This design comes from an exercise in tuning for small area and a short achievable clock period on the open sky130 flow, not from production work.
At most, simulation tests tie the RTL to the original design; equivalence was not proved.
For run 2, only the layout was checked, not whether the RTL still works.

==> flow/design.v (outline; a module is shown in full before it is edited, if it fits) <==
// module cwu_codec: 1622 lines
module cwu_codec (
    input  wire        clk,
    input  wire        rst,
    input  wire        enc_valid,
    input  wire [63:0] enc_data,
    input  wire [35:0] enc_h,
    input  wire [2:0]  enc_word,
    input  wire        enc_poison,
    output reg         enc_out_valid,
    output reg  [23:0] enc_check,
    input  wire        dec_valid,
    input  wire [63:0] dec_data,
    input  wire [23:0] dec_check,
    input  wire [35:0] dec_h,
    input  wire [2:0]  dec_word,
    input  wire        dec_erase_en,
    input  wire [3:0]  dec_erase_dev,
    output reg         dec_out_valid,
    output reg  [63:0] dec_out_data,
    output reg  [2:0]  dec_outcome,
    output reg  [3:0]  dec_position,
    output reg  [23:0] dec_synd
);
  // ...
==> flow/flow/run.sh <==
#!/bin/bash
# Own flow: the standard layout (standard.sh) with these changes:
#  - ABC maps the logic with flow/abc.script (an area-oriented mapping)
#    instead of ORFS's abc_speed/abc_area script; the synthesis passes
#    before and after ABC are standard.sh's own (synth_recipe.tcl);
#  - repair_timing aims for SETUP_SLACK_MARGIN=20.5 ns of setup slack;
#  - the port buffers that global placement inserts on every input and
#    output are sky130_fd_sc_hd__buf_1 cells.
# Each tool's output is in orfs/logs/ (per step) and make_flow.log.
set -euo pipefail
W=$(pwd)
cp flow/abc.script "$W/abc_custom.script"
cat > "$W/custom_synth.tcl" <<EOT
proc abc {args} {
  set i [lsearch -exact \$args -script]
  if {\$i >= 0} { lset args [expr {\$i + 1}] $W/abc_custom.script }
  puts "custom abc script: $W/abc_custom.script"
  yosys abc {*}\$args
}
source $W/synth_recipe.tcl
EOT
sed -e "s#SYNTH_SCRIPT=[^ ]*#SYNTH_SCRIPT=$W/custom_synth.tcl 'BUFFER_PORTS_ARGS=-buffer_cell sky130_fd_sc_hd__buf_1' SETUP_SLACK_MARGIN=20.5#" standard.sh > "$W/custom_standard.sh"
grep -q "SYNTH_SCRIPT=$W/custom_synth.tcl" "$W/custom_standard.sh"
bash "$W/custom_standard.sh" > "$W/make_flow.log" 2>&1
==> flow/flow/abc.script <==
strash
ifraig
scorr
dc2
dch -f
&get -n
&st
&dch
&nf -R 1000
&put
topo
==> flow/standard.sh <==
#!/bin/bash
# synth_recipe.tcl (not shown) runs the flow's synth.tcl, then flattens the netlist and writes it again
# the make line also repeats each setting of config.mk as NAME=value (left out here)
make -C /OpenROAD-flow-scripts/flow DESIGN_CONFIG=/design/flow/config.mk WORK_HOME=/design/flow/orfs CLKGATE_MAP_FILE= SYNTH_SCRIPT=/design/flow/synth_recipe.tcl "${@:-finish}"
==> flow/config.mk <==
export PLATFORM = sky130hd
export DESIGN_NAME = cwu_codec
export DESIGN_NICKNAME = cwu_codec
export VERILOG_FILES = /design/flow/design.v
export SDC_FILE = /design/flow/constraint.sdc
export NUM_CORES = 4
export LEC_CHECK = 0
export CAP_MARGIN = 20
export CORE_MARGIN = 2
export CORE_UTILIZATION = 50
export CTS_CLUSTER_DIAMETER = 120
export CTS_CLUSTER_SIZE = 25
export GPL_ROUTABILITY_DRIVEN = 1
export SLEW_MARGIN = 20
==> flow/constraint.sdc <==
create_clock -name core_clock -period 28.0 [get_ports {clk}]
set_input_delay 5.6000 -clock core_clock [delete_from_list [all_inputs] [get_ports {clk}]]
set_output_delay 5.6000 -clock core_clock [all_outputs]
set_load 0.01 [all_outputs]
==> Implementation_results.wiki, run 1 <==
{| class="wikitable"
! Metric !! Value
|-
| Gr ovfl total || 0
|-
| Routability congestion estimate || 1.07
|-
| Layout clock buffers || 15
|-
| Netlist Area Pre-Place || 20400 um^2
|-
| Cell mode on critical path || sky130_fd_sc_hd__xnor2_1
|-
| Layout overhead on the synthesized area || 19.6%
|-
| Count of plain and timing-repair buffers in the layout || 436
|-
| Dominant combinational cell family by area after synthesis || XOR/XNOR gates
|-
| Source of the critical timing path || dec_h[19]
|-
| Avg WL per Cell || roughly 28 um
|-
| Filler-free cell count of the finished design || 3215
|-
| DP Area || 23000 um^2
|-
| Commonest cells after routing, fill and taps aside || sky130_fd_sc_hd__xnor2_1 (925), sky130_fd_sc_hd__buf_1 (359), sky130_fd_sc_hd__xor2_1 (347), sky130_fd_sc_hd__dfxtp_1 (212), sky130_fd_sc_hd__a22oi_1 (89)
|-
| Capturing element of the worst setup path || r_s0[3]
|-
| Maximum number of pins on one net before global-route repair || 41
|-
| Slowest cell on the critical path || sky130_fd_sc_hd__xnor2_1
|-
| Run status || finished clean
|-
| Overall die area || 42400 um^2
|-
| Effective utilization at floorplan || 51.0%
|-
| Number of flip-flops and latches in the synthesized netlist || about 220
|-
| Setup repair after global routing missed its margin || true
|-
| Critical path fanouts, max || 4
|-
| Multi-input gates || 1979
|-
| Proportion of synthesized area in mux cells || 0%
|-
| Number of sequential storage elements || 221
|-
| Port Buffer Count || 360
|-
| Hold buffer count at cts || 0
|-
| CTS sink cnt || about 220
|-
| Logic depth of the worst path, buffers included || 7
|}
==> run 2: changes to the inputs <==
--- a/flow/design.v
+++ b/flow/design.v
@@ -1083,171 +1083,149 @@
         r_s0   <= dec_lin[7:0];
         r_s1   <= dec_lin[15:8];
         r_s2   <= dec_lin[23:16];
         r_data <= dec_data;
         for (k = 0; k < 11; k = k + 1)
             r_ea[k] <= dec_erase_en & (dec_erase_dev == k[3:0]);
     end
     wire       r_er = |r_ea;
-    wire [7:0] s0k [0:12];
+    wire [7:0] s0k [0:10];
     wire [7:0] s1k [0:10];
-    wire ps0_0, ps0_1, ps0_2, ps0_3, ps0_4, ps0_5, ps0_6, ps0_7, ps0_8, ps0_9, ps0_10, ps0_11, ps0_12, ps0_13, ps0_14, ps0_15, ps0_16, ps0_17, ps0_18, ps0_19, ps0_20, ps0_21, ps0_22, ps0_23, ps0_24, ps0_25, ps0_26, ps0_27, ps0_28, ps0_29, ps0_30, ps0_31, ps0_32, ps0_33, ps0_34, ps0_35, ps0_36, ps0_37, ps0_38, ps0_39, ps0_40, ps0_41, ps0_42, ps0_43, ps0_44, ps0_45, ps0_46, ps0_47;
-    assign ps0_0 = r_s0[2] ^ r_s0[7];
-    assign ps0_1 = r_s0[5] ^ r_s0[6];
-    assign ps0_2 = r_s0[3] ^ r_s0[4];
-    assign ps0_3 = r_s0[0] ^ r_s0[1];
-    assign ps0_4 = r_s0[0] ^ r_s0[4];
-    assign ps0_5 = r_s0[1] ^ r_s0[7];
-    assign ps0_6 = r_s0[6] ^ ps0_0;
-    assign ps0_7 = r_s0[3] ^ r_s0[7];
-    assign ps0_8 = r_s0[1] ^ r_s0[3];
-    assign ps0_9 = ps0_1 ^ ps0_4;
-    assign ps0_10 = ps0_1 ^ ps0_5;
-    assign ps0_11 = r_s0[5] ^ ps0_2;
-    assign ps0_12 = r_s0[2] ^ ps0_2;
-    assign ps0_13 = ps0_0 ^ ps0_8;
-    assign ps0_14 = r_s0[6] ^ ps0_3;
-    assign ps0_15 = r_s0[2] ^ ps0_14;
-    assign ps0_16 = r_s0[5] ^ ps0_3;
-    assign ps0_17 = r_s0[4] ^ r_s0[5];
-    assign ps0_18 = r_s0[7] ^ ps0_4;
-    assign ps0_19 = r_s0[2] ^ r_s0[3];
-    assign ps0_20 = r_s0[3] ^ r_s0[6];
-    assign ps0_21 = r_s0[6] ^ ps0_5;
-    assign ps0_22 = r_s0[0] ^ ps0_1;
-    assign ps0_23 = r_s0[1] ^ ps0_17;
-    assign ps0_24 = r_s0[5] ^ ps0_0;
-    assign ps0_25 = r_s0[0] ^ r_s0[6];
-    assign ps0_26 = r_s0[5] ^ r_s0[7];
-    assign ps0_27 = r_s0[4] ^ r_s0[6];
-    assign ps0_28 = r_s0[7] ^ ps0_17;
-    assign ps0_29 = r_s0[5] ^ ps0_7;
-    assign ps0_30 = r_s0[6] ^ r_s0[7];
-    assign ps0_31 = ps0_2 ^ ps0_30;
-    assign ps0_32 = r_s0[4] ^ ps0_6;
-    assign ps0_33 = ps0_1 ^ ps0_19;
-    assign ps0_34 = ps0_1 ^ ps0_8;
-    assign ps0_35 = r_s0[2] ^ ps0_23;
-    assign ps0_36 = ps0_4 ^ ps0_24;
-    assign ps0_37 = ps0_2 ^ ps0_3;
-    assign ps0_38 = ps0_2 ^ ps0_21;
-    assign ps0_39 = r_s0[0] ^ r_s0[3];
-    assign ps0_40 = ps0_0 ^ ps0_39;
-    assign ps0_41 = ps0_19 ^ ps0_22;
-    assign ps0_42 = r_s0[1] ^ ps0_6;
-    assign ps0_43 = ps0_0 ^ ps0_23;
-    assign ps0_44 = r_s0[7] ^ ps0_1;
-    assign ps0_45 = ps0_3 ^ ps0_44;
-    assign ps0_46 = ps0_2 ^ ps0_14;
-    assign ps0_47 = r_s0[7] ^ ps0_9;
+    wire ps0_0, ps0_1, ps0_2, ps0_3, ps0_4, ps0_5, ps0_6, ps0_7, ps0_8, ps0_9, ps0_10, ps0_11, ps0_12, ps0_13, ps0_14, ps0_15, ps0_16, ps0_17, ps0_18, ps0_19, ps0_20, ps0_21, ps0_22, ps0_23, ps0_24, ps0_25, ps0_26, ps0_27, ps0_28, ps0_29, ps0_30, ps0_31, ps0_32, ps0_33, ps0_34, ps0_35, ps0_36, ps0_37, ps0_38, ps0_39, ps0_40, ps0_41;
+    assign ps0_0 = r_s0[6] ^ r_s0[7];
+    assign ps0_1 = r_s0[4] ^ r_s0[5];
+    assign ps0_2 = r_s0[3] ^ r_s0[7];
+    assign ps0_3 = r_s0[0] ^ r_s0[6];
+    assign ps0_4 = r_s0[1] ^ r_s0[5];
+    assign ps0_5 = r_s0[1] ^ r_s0[2];
+    assign ps0_6 = r_s0[3] ^ r_s0[4];
+    assign ps0_7 = r_s0[2] ^ ps0_0;
+    assign ps0_8 = ps0_0 ^ ps0_4;
+    assign ps0_9 = ps0_1 ^ ps0_3;
+    assign ps0_10 = r_s0[3] ^ ps0_1;
+    assign ps0_11 = r_s0[2] ^ ps0_6;
+    assign ps0_12 = ps0_2 ^ ps0_5;
+    assign ps0_13 = ps0_3 ^ ps0_5;
+    assign ps0_14 = r_s0[2] ^ r_s0[7];
+    assign ps0_15 = r_s0[2] ^ r_s0[3];
+    assign ps0_16 = r_s0[1] ^ ps0_0;
+    assign ps0_17 = r_s0[5] ^ ps0_3;
+    assign ps0_18 = r_s0[0] ^ ps0_4;
+    assign ps0_19 = r_s0[1] ^ r_s0[7];
+    assign ps0_20 = r_s0[5] ^ r_s0[7];
+    assign ps0_21 = r_s0[4] ^ r_s0[6];
+    assign ps0_22 = r_s0[7] ^ ps0_1;
+    assign ps0_23 = r_s0[5] ^ ps0_2;
+    assign ps0_24 = ps0_0 ^ ps0_6;
+    assign ps0_25 = r_s0[4] ^ ps0_7;
+    assign ps0_26 = r_s0[5] ^ r_s0[6];
+    assign ps0_27 = ps0_15 ^ ps0_26;
+    assign ps0_28 = r_s0[3] ^ r_s0[6];
+    assign ps0_29 = ps0_4 ^ ps0_28;
+    assign ps0_30 = ps0_1 ^ ps0_5;
+    assign ps0_31 = r_s0[0] ^ ps0_1;
+    assign ps0_32 = ps0_14 ^ ps0_31;
+    assign ps0_33 = r_s0[0] ^ r_s0[1];
+    assign ps0_34 = ps0_6 ^ ps0_33;
+    assign ps0_35 = ps0_6 ^ ps0_16;
+    assign ps0_36 = r_s0[0] ^ r_s0[2];
+    assign ps0_37 = ps0_2 ^ ps0_36;
+    assign ps0_38 = ps0_15 ^ ps0_17;
+    assign ps0_39 = ps0_0 ^ ps0_5;
+    assign ps0_40 = r_s0[0] ^ r_s0[4];
+    assign ps0_41 = r_s0[7] ^ ps0_40;
     assign s0k[0][0] = r_s0[0];
     assign s0k[0][1] = r_s0[1];
     assign s0k[0][2] = r_s0[2];
     assign s0k[0][3] = r_s0[3];
     assign s0k[0][4] = r_s0[4];
     assign s0k[0][5] = r_s0[5];
     assign s0k[0][6] = r_s0[6];
     assign s0k[0][7] = r_s0[7];
     assign s0k[1][0] = r_s0[7];
     assign s0k[1][1] = r_s0[0];
-    assign s0k[1][2] = ps0_5;
-    assign s0k[1][3] = ps0_0;
-    assign s0k[1][4] = ps0_7;
+    assign s0k[1][2] = ps0_19;
+    assign s0k[1][3] = ps0_14;
+    assign s0k[1][4] = ps0_2;
     assign s0k[1][5] = r_s0[4];
     assign s0k[1][6] = r_s0[5];
     assign s0k[1][7] = r_s0[6];
     assign s0k[2][0] = r_s0[6];
     assign s0k[2][1] = r_s0[7];
-    assign s0k[2][2] = ps0_25;
-    assign s0k[2][3] = ps0_21;
-    assign s0k[2][4] = ps0_6;
-    assign s0k[2][5] = ps0_7;
+    assign s0k[2][2] = ps0_3;
+    assign s0k[2][3] = ps0_16;
+    assign s0k[2][4] = ps0_7;
+    assign s0k[2][5] = ps0_2;
     assign s0k[2][6] = r_s0[4];
     assign s0k[2][7] = r_s0[5];
     assign s0k[3][0] = r_s0[5];
     assign s0k[3][1] = r_s0[6];
-    assign s0k[3][2] = ps0_26;
-    assign s0k[3][3] = ps0_22;
-    assign s0k[3][4] = ps0_10;
-    assign s0k[3][5] = ps0_6;
-    assign s0k[3][6] = ps0_7;
+    assign s0k[3][2] = ps0_20;
+    assign s0k[3][3] = ps0_17;
+    assign s0k[3][4] = ps0_8;
+    assign s0k[3][5] = ps0_7;
+    assign s0k[3][6] = ps0_2;
     assign s0k[3][7] = r_s0[4];
     assign s0k[4][0] = r_s0[4];
     assign s0k[4][1] = r_s0[5];
-    assign s0k[4][2] = ps0_27;
-    assign s0k[4][3] = ps0_28;
+    assign s0k[4][2] = ps0_21;
+    assign s0k[4][3] = ps0_22;
     assign s0k[4][4] = ps0_9;
-    assign s0k[4][5] = ps0_10;
-    assign s0k[4][6] = ps0_6;
-    assign s0k[4][7] = ps0_7;
-    assign s0k[5][0] = ps0_7;
+    assign s0k[4][5] = ps0_8;
+    assign s0k[4][6] = ps0_7;
+    assign s0k[4][7] = ps0_2;
+    assign s0k[5][0] = ps0_2;
     assign s0k[5][1] = r_s0[4];
-    assign s0k[5][2] = ps0_29;
-    assign s0k[5][3] = ps0_31;
-    assign s0k[5][4] = ps0_11;
+    assign s0k[5][2] = ps0_23;
+    assign s0k[5][3] = ps0_24;
+    assign s0k[5][4] = ps0_10;
     assign s0k[5][5] = ps0_9;
-    assign s0k[5][6] = ps0_10;
-    assign s0k[5][7] = ps0_6;
-    assign s0k[6][0] = ps0_6;
-    assign s0k[6][1] = ps0_7;
-    assign s0k[6][2] = ps0_32;
-    assign s0k[6][3] = ps0_33;
-    assign s0k[6][4] = ps0_12;
-    assign s0k[6][5] = ps0_11;
+    assign s0k[5][6] = ps0_8;
+    assign s0k[5][7] = ps0_7;
+    assign s0k[6][0] = ps0_7;
+    assign s0k[6][1] = ps0_2;
+    assign s0k[6][2] = ps0_25;
+    assign s0k[6][3] = ps0_27;
+    assign s0k[6][4] = ps0_11;
+    assign s0k[6][5] = ps0_10;
     assign s0k[6][6] = ps0_9;
-    assign s0k[6][7] = ps0_10;
-    assign s0k[7][0] = ps0_10;
-    assign s0k[7][1] = ps0_6;
-    assign s0k[7][2] = ps0_34;
-    assign s0k[7][3] = ps0_35;
-    assign s0k[7][4] = ps0_13;
-    assign s0k[7][5] = ps0_12;
-    assign s0k[7][6] = ps0_11;
+    assign s0k[6][7] = ps0_8;
+    assign s0k[7][0] = ps0_8;
+    assign s0k[7][1] = ps0_7;
+    assign s0k[7][2] = ps0_29;
+    assign s0k[7][3] = ps0_30;
+    assign s0k[7][4] = ps0_12;
+    assign s0k[7][5] = ps0_11;
+    assign s0k[7][6] = ps0_10;
     assign s0k[7][7] = ps0_9;
     assign s0k[8][0] = ps0_9;
-    assign s0k[8][1] = ps0_10;
-    assign s0k[8][2] = ps0_36;
-    assign s0k[8][3] = ps0_37;
-    assign s0k[8][4] = ps0_15;
-    assign s0k[8][5] = ps0_13;
-    assign s0k[8][6] = ps0_12;
-    assign s0k[8][7] = ps0_11;
-    assign s0k[9][0] = ps0_11;
+    assign s0k[8][1] = ps0_8;
+    assign s0k[8][2] = ps0_32;
+    assign s0k[8][3] = ps0_34;
+    assign s0k[8][4] = ps0_13;
+    assign s0k[8][5] = ps0_12;
+    assign s0k[8][6] = ps0_11;
+    assign s0k[8][7] = ps0_10;
+    assign s0k[9][0] = ps0_10;
     assign s0k[9][1] = ps0_9;
-    assign s0k[9][2] = ps0_38;
-    assign s0k[9][3] = ps0_40;
-    assign s0k[9][4] = ps0_16;
-    assign s0k[9][5] = ps0_15;
-    assign s0k[9][6] = ps0_13;
-    assign s0k[9][7] = ps0_12;
-    assign s0k[10][0] = ps0_12;
-    assign s0k[10][1] = ps0_11;
-    assign s0k[10][2] = ps0_41;
-    assign s0k[10][3] = ps0_42;
-    assign s0k[10][4] = ps0_18;
-    assign s0k[10][5] = ps0_16;
-    assign s0k[10][6] = ps0_15;
-    assign s0k[10][7] = ps0_13;
-    assign s0k[11][0] = ps0_13;
-    assign s0k[11][1] = ps0_12;
-    assign s0k[11][2] = ps0_43;
-    assign s0k[11][3] = ps0_45;
-    assign s0k[11][4] = ps0_20;
-    assign s0k[11][5] = ps0_18;
-    assign s0k[11][6] = ps0_16;
-    assign s0k[11][7] = ps0_15;
-    assign s0k[12][0] = ps0_15;
-    assign s0k[12][1] = ps0_13;
-    assign s0k[12][2] = ps0_46;
-    assign s0k[12][3] = ps0_47;
-    assign s0k[12][4] = ps0_24;
-    assign s0k[12][5] = ps0_20;
-    assign s0k[12][6] = ps0_18;
-    assign s0k[12][7] = ps0_16;
+    assign s0k[9][2] = ps0_35;
+    assign s0k[9][3] = ps0_37;
+    assign s0k[9][4] = ps0_18;
+    assign s0k[9][5] = ps0_13;
+    assign s0k[9][6] = ps0_12;
+    assign s0k[9][7] = ps0_11;
+    assign s0k[10][0] = ps0_11;
+    assign s0k[10][1] = ps0_10;
+    assign s0k[10][2] = ps0_38;
+    assign s0k[10][3] = ps0_39;
+    assign s0k[10][4] = ps0_41;
+    assign s0k[10][5] = ps0_18;
+    assign s0k[10][6] = ps0_13;
+    assign s0k[10][7] = ps0_12;
     wire ps1_0, ps1_1, ps1_2, ps1_3, ps1_4, ps1_5, ps1_6, ps1_7, ps1_8, ps1_9, ps1_10, ps1_11, ps1_12, ps1_13, ps1_14, ps1_15, ps1_16, ps1_17, ps1_18, ps1_19, ps1_20, ps1_21, ps1_22, ps1_23, ps1_24, ps1_25, ps1_26, ps1_27, ps1_28, ps1_29, ps1_30, ps1_31, ps1_32, ps1_33, ps1_34, ps1_35, ps1_36, ps1_37, ps1_38, ps1_39, ps1_40, ps1_41;
     assign ps1_0 = r_s1[6] ^ r_s1[7];
     assign ps1_1 = r_s1[4] ^ r_s1[5];
     assign ps1_2 = r_s1[3] ^ r_s1[7];
     assign ps1_3 = r_s1[0] ^ r_s1[6];
     assign ps1_4 = r_s1[1] ^ r_s1[5];
     assign ps1_5 = r_s1[1] ^ r_s1[2];
     assign ps1_6 = r_s1[3] ^ r_s1[4];
@@ -1550,54 +1528,53 @@
             3: kinv = ((ea == 11'd0) ? 8'had : 8'h00) | ({8{ea[0]}} & 8'h9d) | ({8{ea[1]}} & 8'hdd) | ({8{ea[2]}} & 8'h3d) | ({8{ea[4]}} & 8'h90) | ({8{ea[5]}} & 8'h70) | ({8{ea[6]}} & 8'h30) | ({8{ea[7]}} & 8'h49) | ({8{ea[8]}} & 8'h3e) | ({8{ea[9]}} & 8'h6f) | ({8{ea[10]}} & 8'h84);
             4: kinv = ((ea == 11'd0) ? 8'hd8 : 8'h00) | ({8{ea[0]}} & 8'h72) | ({8{ea[1]}} & 8'hc0) | ({8{ea[2]}} & 8'he0) | ({8{ea[3]}} & 8'h90) | ({8{ea[5]}} & 8'h48) | ({8{ea[6]}} & 8'h38) | ({8{ea[7]}} & 8'h18) | ({8{ea[8]}} & 8'haa) | ({8{ea[9]}} & 8'h1f) | ({8{ea[10]}} & 8'hb9);
             5: kinv = ((ea == 11'd0) ? 8'h6c : 8'h00) | ({8{ea[0]}} & 8'hed) | ({8{ea[1]}} & 8'h39) | ({8{ea[2]}} & 8'h60) | ({8{ea[3]}} & 8'h70) | ({8{ea[4]}} & 8'h48) | ({8{ea[6]}} & 8'h24) | ({8{ea[7]}} & 8'h1c) | ({8{ea[8]}} & 8'h0c) | ({8{ea[9]}} & 8'h55) | ({8{ea[10]}} & 8'h81);
             6: kinv = ((ea == 11'd0) ? 8'h36 : 8'h00) | ({8{ea[0]}} & 8'h5f) | ({8{ea[1]}} & 8'hf8) | ({8{ea[2]}} & 8'h92) | ({8{ea[3]}} & 8'h30) | ({8{ea[4]}} & 8'h38) | ({8{ea[5]}} & 8'h24) | ({8{ea[7]}} & 8'h12) | ({8{ea[8]}} & 8'h0e) | ({8{ea[9]}} & 8'h06) | ({8{ea[10]}} & 8'ha4);
             7: kinv = ((ea == 11'd0) ? 8'h1b : 8'h00) | ({8{ea[0]}} & 8'h54) | ({8{ea[1]}} & 8'ha1) | ({8{ea[2]}} & 8'h7c) | ({8{ea[3]}} & 8'h49) | ({8{ea[4]}} & 8'h18) | ({8{ea[5]}} & 8'h1c) | ({8{ea[6]}} & 8'h12) | ({8{ea[8]}} & 8'h09) | ({8{ea[9]}} & 8'h07) | ({8{ea[10]}} & 8'h03);
             8: kinv = ((ea == 11'd0) ? 8'h83 : 8'h00) | ({8{ea[0]}} & 8'ha0) | ({8{ea[1]}} & 8'h2a) | ({8{ea[2]}} & 8'hde) | ({8{ea[3]}} & 8'h3e) | ({8{ea[4]}} & 8'haa) | ({8{ea[5]}} & 8'h0c) | ({8{ea[6]}} & 8'h0e) | ({8{ea[7]}} & 8'h09) | ({8{ea[9]}} & 8'h8a) | ({8{ea[10]}} & 8'h8d);
             9: kinv = ((ea == 11'd0) ? 8'hcf : 8'h00) | ({8{ea[0]}} & 8'ha9) | ({8{ea[1]}} & 8'h50) | ({8{ea[2]}} & 8'h15) | ({8{ea[3]}} & 8'h6f) | ({8{ea[4]}} & 8'h1f) | ({8{ea[5]}} & 8'h55) | ({8{ea[6]}} & 8'h06) | ({8{ea[7]}} & 8'h07) | ({8{ea[8]}} & 8'h8a) | ({8{ea[10]}} & 8'h45);
             10: kinv = ((ea == 11'd0) ? 8'he9 : 8'h00) | ({8{ea[0]}} & 8'hfb) | ({8{ea[1]}} & 8'hda) | ({8{ea[2]}} & 8'h28) | ({8{ea[3]}} & 8'h84) | ({8{ea[4]}} & 8'hb9) | ({8{ea[5]}} & 8'h81) | ({8{ea[6]}} & 8'ha4) | ({8{ea[7]}} & 8'h03) | ({8{ea[8]}} & 8'h8d) | ({8{ea[9]}} & 8'h45);
+            11: kinv = (ea == 11'd0) ? 8'hfa : 8'h00;
+            12: kinv = (ea == 11'd0) ? 8'h7d : 8'h00;
             default: kinv = 8'h00;
             endcase
         end
     endfunction
     reg [12:0] q;
-    reg [7:0]  y;
     reg [3:0]  pe;
     reg [7:0]  kk;
     always @(*) begin
-        y  = 8'h00;
         pe = 4'h0;
         kk = 8'h00;
         for (k = 0; k < 13; k = k + 1) begin
             q[k] = (t1 == t0k[k]);
             if (q[k]) begin
-                y  = y | s0k[k];
                 pe = pe | k[3:0];
                 kk = kk | kinv(k, r_ea);
             end
         end
     end
     wire s0z = (r_s0 == 8'h00);
     wire t0z = (t0 == 8'h00);
     wire t1z = (t1 == 8'h00);
     wire t1o = (t1 == 8'h01);
-    wire yok = (y == r_s1);
     wire zz        = t0z & (r_er | s0z);
     wire is_none   = zz & t1z;
     wire is_poison = zz & t1o;
-    wire [12:0] hit = q & {13{~t0z & (r_er | yok)}} & ~{2'b00, r_ea};
-    wire corr = |hit[10:0];
-    wire addr = hit[11] | hit[12];
     reg [7:0] ee;
     always @(*) begin
         ee = 8'h00;
         for (k = 0; k < 8; k = k + 1)
             ee = ee ^ ({8{kk[k]}} & t0k[k]);
     end
+    wire yok = (ee == r_s0);
+    wire [12:0] hit = q & {13{~t0z & (r_er | yok)}} & ~{2'b00, r_ea};
+    wire corr = |hit[10:0];
+    wire addr = hit[11] | hit[12];
     wire [7:0] fa   = r_s0 ^ ee;
     wire       a_ok = is_none | corr;
     reg [63:0] fixed;
     reg [2:0]  outcome;
     reg [3:0]  position;
     always @(*) begin
         for (k = 0; k < 8; k = k + 1)
             fixed[8*k +: 8] = r_data[8*k +: 8] ^
--- a/flow/flow/run.sh
+++ b/flow/flow/run.sh
@@ -1,13 +1,14 @@
 #!/bin/bash
-# Own flow: the standard layout (standard.sh) with these changes:
-#  - ABC maps the logic with flow/abc.script (an area-oriented mapping)
-#    instead of ORFS's abc_speed/abc_area script; the synthesis passes
-#    before and after ABC are standard.sh's own (synth_recipe.tcl);
+# Own flow: the standard layout (standard.sh) with two changes:
+#  - ABC maps the logic with flow/abc.script (an area-oriented mapping
+#    followed by ABC's buffering and sizing) instead of ORFS's
+#    abc_speed/abc_area script; the synthesis passes before and after ABC
+#    are standard.sh's own (synth_recipe.tcl);
 #  - repair_timing aims for SETUP_SLACK_MARGIN=20.5 ns of setup slack;
 #  - the port buffers that global placement inserts on every input and
 #    output are sky130_fd_sc_hd__buf_1 cells.
 # Each tool's output is in orfs/logs/ (per step) and make_flow.log.
 set -euo pipefail
 W=$(pwd)
 cp flow/abc.script "$W/abc_custom.script"
 cat > "$W/custom_synth.tcl" <<EOT
==> flow/flow/abc.script (replaced) <==
strash
ifraig
scorr
dc2
dch -f
&get -n
&st
&dch
&nf -R 1000 -E 10
&put
buffer -c
topo
stime -c
upsize -c
dnsize -c
==> flow/config.mk (replaced) <==
export PLATFORM = sky130hd
export DESIGN_NAME = cwu_codec
export DESIGN_NICKNAME = cwu_codec
export VERILOG_FILES = /design/flow/design.v
export SDC_FILE = /design/flow/constraint.sdc
export NUM_CORES = 4
export LEC_CHECK = 0
export CAP_MARGIN = 20
export CORE_MARGIN = 2
export CORE_UTILIZATION = 50
export GPL_ROUTABILITY_DRIVEN = 1
export SLEW_MARGIN = 20
==> run 2 against run 1 <==
  * First-iteration DRC count decreased by 7.3%
  * Maximum frequency is 0.59% lower
  * Flip-flop and latch count unchanged
  * Setup slack got worse by 44 ps
  * Still clean
  * Non-clock buffer count grew 89
  * Critical path depth rose by 29
  * Global-route usage decreased by 1.5 points
==> Implementation_results.wiki, run 2 <==
{| class="wikitable"
! Metric !! Value
|-
| Run status || finished clean
|-
| Class of the most critical hold timing path || reg2reg
|-
| Data required time at the worst endpoint || 28470 ps
|-
| Max-cap viol count || 0
|-
| Cell mode on critical path || sky130_fd_sc_hd__xnor2_4
|-
| Routed via count divided by cell count || 5.83
|-
| Synthesized area per cell || 9.16 um^2
|-
| Sequential element share of the synthesized area || between 20% and 30%
|-
| Detailed-routing iteration count for the pre-antenna-repair pass || 11
|-
| Finished Core Util || 65.5%
|-
| Clock tree from TritonCTS || done
|-
| Number of standard cells after synthesis || 2272
|-
| Clock latency reported for the late side of the worst-skew pair || 560 ps
|-
| Gr ovfl total || 0 (unchanged)
|-
| Simple logic cell fraction of the synthesized area || around 8.5%
|-
| Port Buffer Count || 360 (unchanged)
|-
| 1st-iter DRT viols || 2614
|-
| Proportion of synthesized area in mux cells || 0% (unchanged)
|-
| Floorplan core area || 40900 um^2
|-
| WS Path Type || reg2reg
|-
| Final worst slack || 20500 ps
|-
| Row Count || 74
|-
| Critical Path Sink Type || flop
|-
| Clock Path Buffers || 3
|-
| Initial antenna violation count || 1
|-
| Total Nets Final || 2984
|-
| Number of synthesis warnings || 1
|-
| CTS sink cnt || 221 (unchanged)
|-
| Worst-case register-to-register setup slack || about 20000 ps
|-
| Layout overhead on the synthesized area || 28.8%
|-
| Main flop type after synthesis || sky130_fd_sc_hd__dfxtp_1
|-
| Setup repair after global routing missed its margin || true
|-
| Post-route DRC || 0
|-
| Final std cell area, no fill || about 27000 um^2
|-
| Sort of element at the start of the critical path || flop
|-
| Library cells used by synthesis || 71
|-
| Via count || roughly 19000
|-
| Avg WL per Cell || 27.5 um (-0.26%)
|-
| Number of flip-flops and latches in the synthesized netlist || 221 (unchanged)
|-
| Total half-perimeter wirelength after legalization and detailed placement || about 70000 um
|-
| CP delay by family, top || simple AND/OR/NAND/NOR gates
|-
| Routability congestion estimate || 1.06 (-0.51%)
|-
| Final hold violations || 0
|-
| Overall die area || 43300 um^2 (+1.9%)
|-
| Height of the die || 208 um
|-
| Post-synthesis share of cell area spent on xor and xnor gates || between 50% and 60%
|-
| Top cell type's share of synthesized area || 38.3%
|-
| Leading cell types by count after synthesis || sky130_fd_sc_hd__xnor2_1 (909), sky130_fd_sc_hd__xor2_1 (375), sky130_fd_sc_hd__dfxtp_1 (221), sky130_fd_sc_hd__nand2_1 (95), sky130_fd_sc_hd__o22ai_1 (76)
|-
| Final hold slack || between 400 and 500 ps
|-
| Slowest cell on the critical path || sky130_fd_sc_hd__or4_4
|-
| Maximum achievable frequency || between 0.1 and 0.15 GHz
|-
| Most frequent cell after synthesis || sky130_fd_sc_hd__xnor2_1
|-
| TritonCTS buffer count || 25
|-
| Most common cell after layout, fill and taps aside || sky130_fd_sc_hd__xnor2_1
|-
| Crit path time final || 7500 ps
|-
| Count of flip-flops with a built-in enable after synthesis || 0
|-
| Synth Area in Compound Gates || 8.78%
|-
| DP Area || 22900 um^2 (-0.47%)
|-
| Detailed Route WL || approximately 90000 um
|-
| Area leader, netlist || sky130_fd_sc_hd__xnor2_1
|-
| Fin Clk Skew || 24.1 ps
|-
| Via count of the first global-routing pass || between 15000 and 20000
|-
| CP arrival || approximately 8000 ps
|-
| Clock slew seen by the registers of the worst setup and hold paths || 60 ps
|-
| Effective utilization at floorplan || 50.8% (-0.16 points)
|-
| Clock Tree Root || sky130_fd_sc_hd__clkbuf_16
|-
| Share of final-layout standard cells stronger than drive strength 1 || 17.9%
|-
| Slew Limit Fails || 0
|-
| Commonest cells after routing, fill and taps aside || sky130_fd_sc_hd__xnor2_1 (863), sky130_fd_sc_hd__buf_1 (359), sky130_fd_sc_hd__xor2_1 (348), sky130_fd_sc_hd__dfxtp_1 (207), sky130_fd_sc_hd__buf_4 (142)
|-
| Setup slack after placement || 17920 ps
|-
| Critical path fanouts, max || 8 (+4)
|-
| Final setup violation count || 0
|-
| Netlist Area Pre-Place || 20800 um^2 (+2.0%)
|-
| Worst path max stage delay || 490 ps
|-
| Antenna viol nets, final || 0
|-
| Maximum number of pins on one net before global-route repair || 37 (-9.8%)
|-
| Worst slew pin tran || approximately 1000 ps
|-
| Fin Setup TNS || 0 ps
|-
| Adder-Cell Fraction of Synth Area || 0.421%
|-
| Synth async-reset ratio || 0%
|-
| Number of antenna diodes || 0
|-
| Dominant combinational cell family by area after synthesis || XOR/XNOR gates
|-
| Die width || 208 um
|-
| Total global routing track utilization || between 30 and 40%
|-
| Cell types occupying the most area after synthesis || sky130_fd_sc_hd__xnor2_1 (38%), sky130_fd_sc_hd__dfxtp_1 (21%), sky130_fd_sc_hd__xor2_1 (16%), sky130_fd_sc_hd__xnor2_2 (2.5%), sky130_fd_sc_hd__o22ai_1 (2.3%)
|-
| Global-route wire length before repair || 127000 um
|-
| Total nets after synthesis || 2519
|-
| Leading registers by flop count || dec_out_data: 64 flops, r_data: 64 flops
|-
| Buffer and inverter count on the worst path || 5
|-
| Number of H-tree levels || 1
|-
| Final worst path period share || 26.8%
|-
| Slew headroom || between 30% and 40%
|-
| I/O pins || 361
|-
| Hold buffer count at cts || 0 (unchanged)
|}
==> run 2: cell types whose count changed in the layout (fill, tap and decap cells not counted), moves of 28 or more <==
cell,change
sky130_fd_sc_hd__a22oi_1,-70
sky130_fd_sc_hd__a222oi_1,-29
sky130_fd_sc_hd__buf_4,+71
sky130_fd_sc_hd__o22ai_4,+30
sky130_fd_sc_hd__o22ai_2,+28
sky130_fd_sc_hd__xnor2_1,-62
==> run 2: cell families after synthesis <==
kind of cell | count (synthesis)
adder cells (fa/ha/maj) | 7
AND/OR/NAND/NOR | 330
buffers and inverters | 110
flip-flops | 221
XOR/XNOR | 1336
AO/OA/AOI/OAI | 268
==> run 2: layout make-up <==
type	count	area [um^2]
Multi-Input combinational cell	1943	17900
Fill cell	3473	14100
Sequential cell	221	4460
Timing Repair Buffer	525	2820
Clock buffer	32	692
Tap cell	532	666
Clock inverter	12	138
Inverter	21	130
==> run 2: per-stage QoR <==
step	instances
after floorplan	2272
after global placement	3102
after detailed placement	3102
after CTS	3238
after global routing	3286
final	3286
==> run 2: repair_timing <==
| item | CTS | global route |
|---|---|---|
| resized for setup | 109 | 176 |
| gates cloned | 0 | 3 |
| pin swaps | 53 | 111 |
| endpoints found under the setup margin | 77 | 89 |
| setup buffers | 92 | 45 |
| hold endpoints to repair | 0 | 0 |
==> run 2: per-layer routing <==
layer  routed length, um  vias to the layer above  GRT usage (%)
met5                  13                        -              0
met4                4500                        2           15.4
met3                9150                      311           7.14
met2               40300                     1325           62.8
met1               36400                     9127           52.8
li1                    -                     8404              -
==> run 2: worst paths after layout <==
kind	startpoint	endpoint	depth (start not counted)
setup / recovery	r_s0[4]	dec_out_data[41]	36
hold / removal	r_data[30]	dec_out_data[30]	1
setup reg to reg	r_s0[4]	dec_out_data[41]	36
hold reg to reg	r_data[30]	dec_out_data[30]	1
==> run 2: worst register-to-register path: cells and delay by family, from the launching register on <==
family                   cells  cell delay, ps
buffers and inverters        5             780
AND/OR/NAND/NOR             12            2280
adder cells (fa/ha/maj)      2             580
AO/OA/AOI/OAI                7            1600
XOR/XNOR                    10            1840
flip-flops                   1             360

==> separate check: timing with driven ports <==
How much do the figures lean on ideal ports? The routed layouts below were timed once more, with nothing changed but the port constraints.
Step 1 assumes that a clkbuf_16 drives the clock port and a buf_2 every other input.
Step 2 times the ports against the registers' clock, not the clock port: input delays grow and output delays shrink by t, the midpoint of the rising clock arrivals with the driver on.
Three values: no drivers, after step 1, after step 2; two values: the first two.
run	shift t [ns]	setup slack, ns	worst slew at a driven data input, ns
run 1	0.578	20.542 / 20.580 / 20.002	0.05
run 2	0.611	20.498 / 20.498 / 19.918	0.05
After both steps setup and hold are still met in every run listed. For run 2, which loses most, drivers alone change the setup slack by 0.000 ns; drivers and shift together by -0.580 ns.
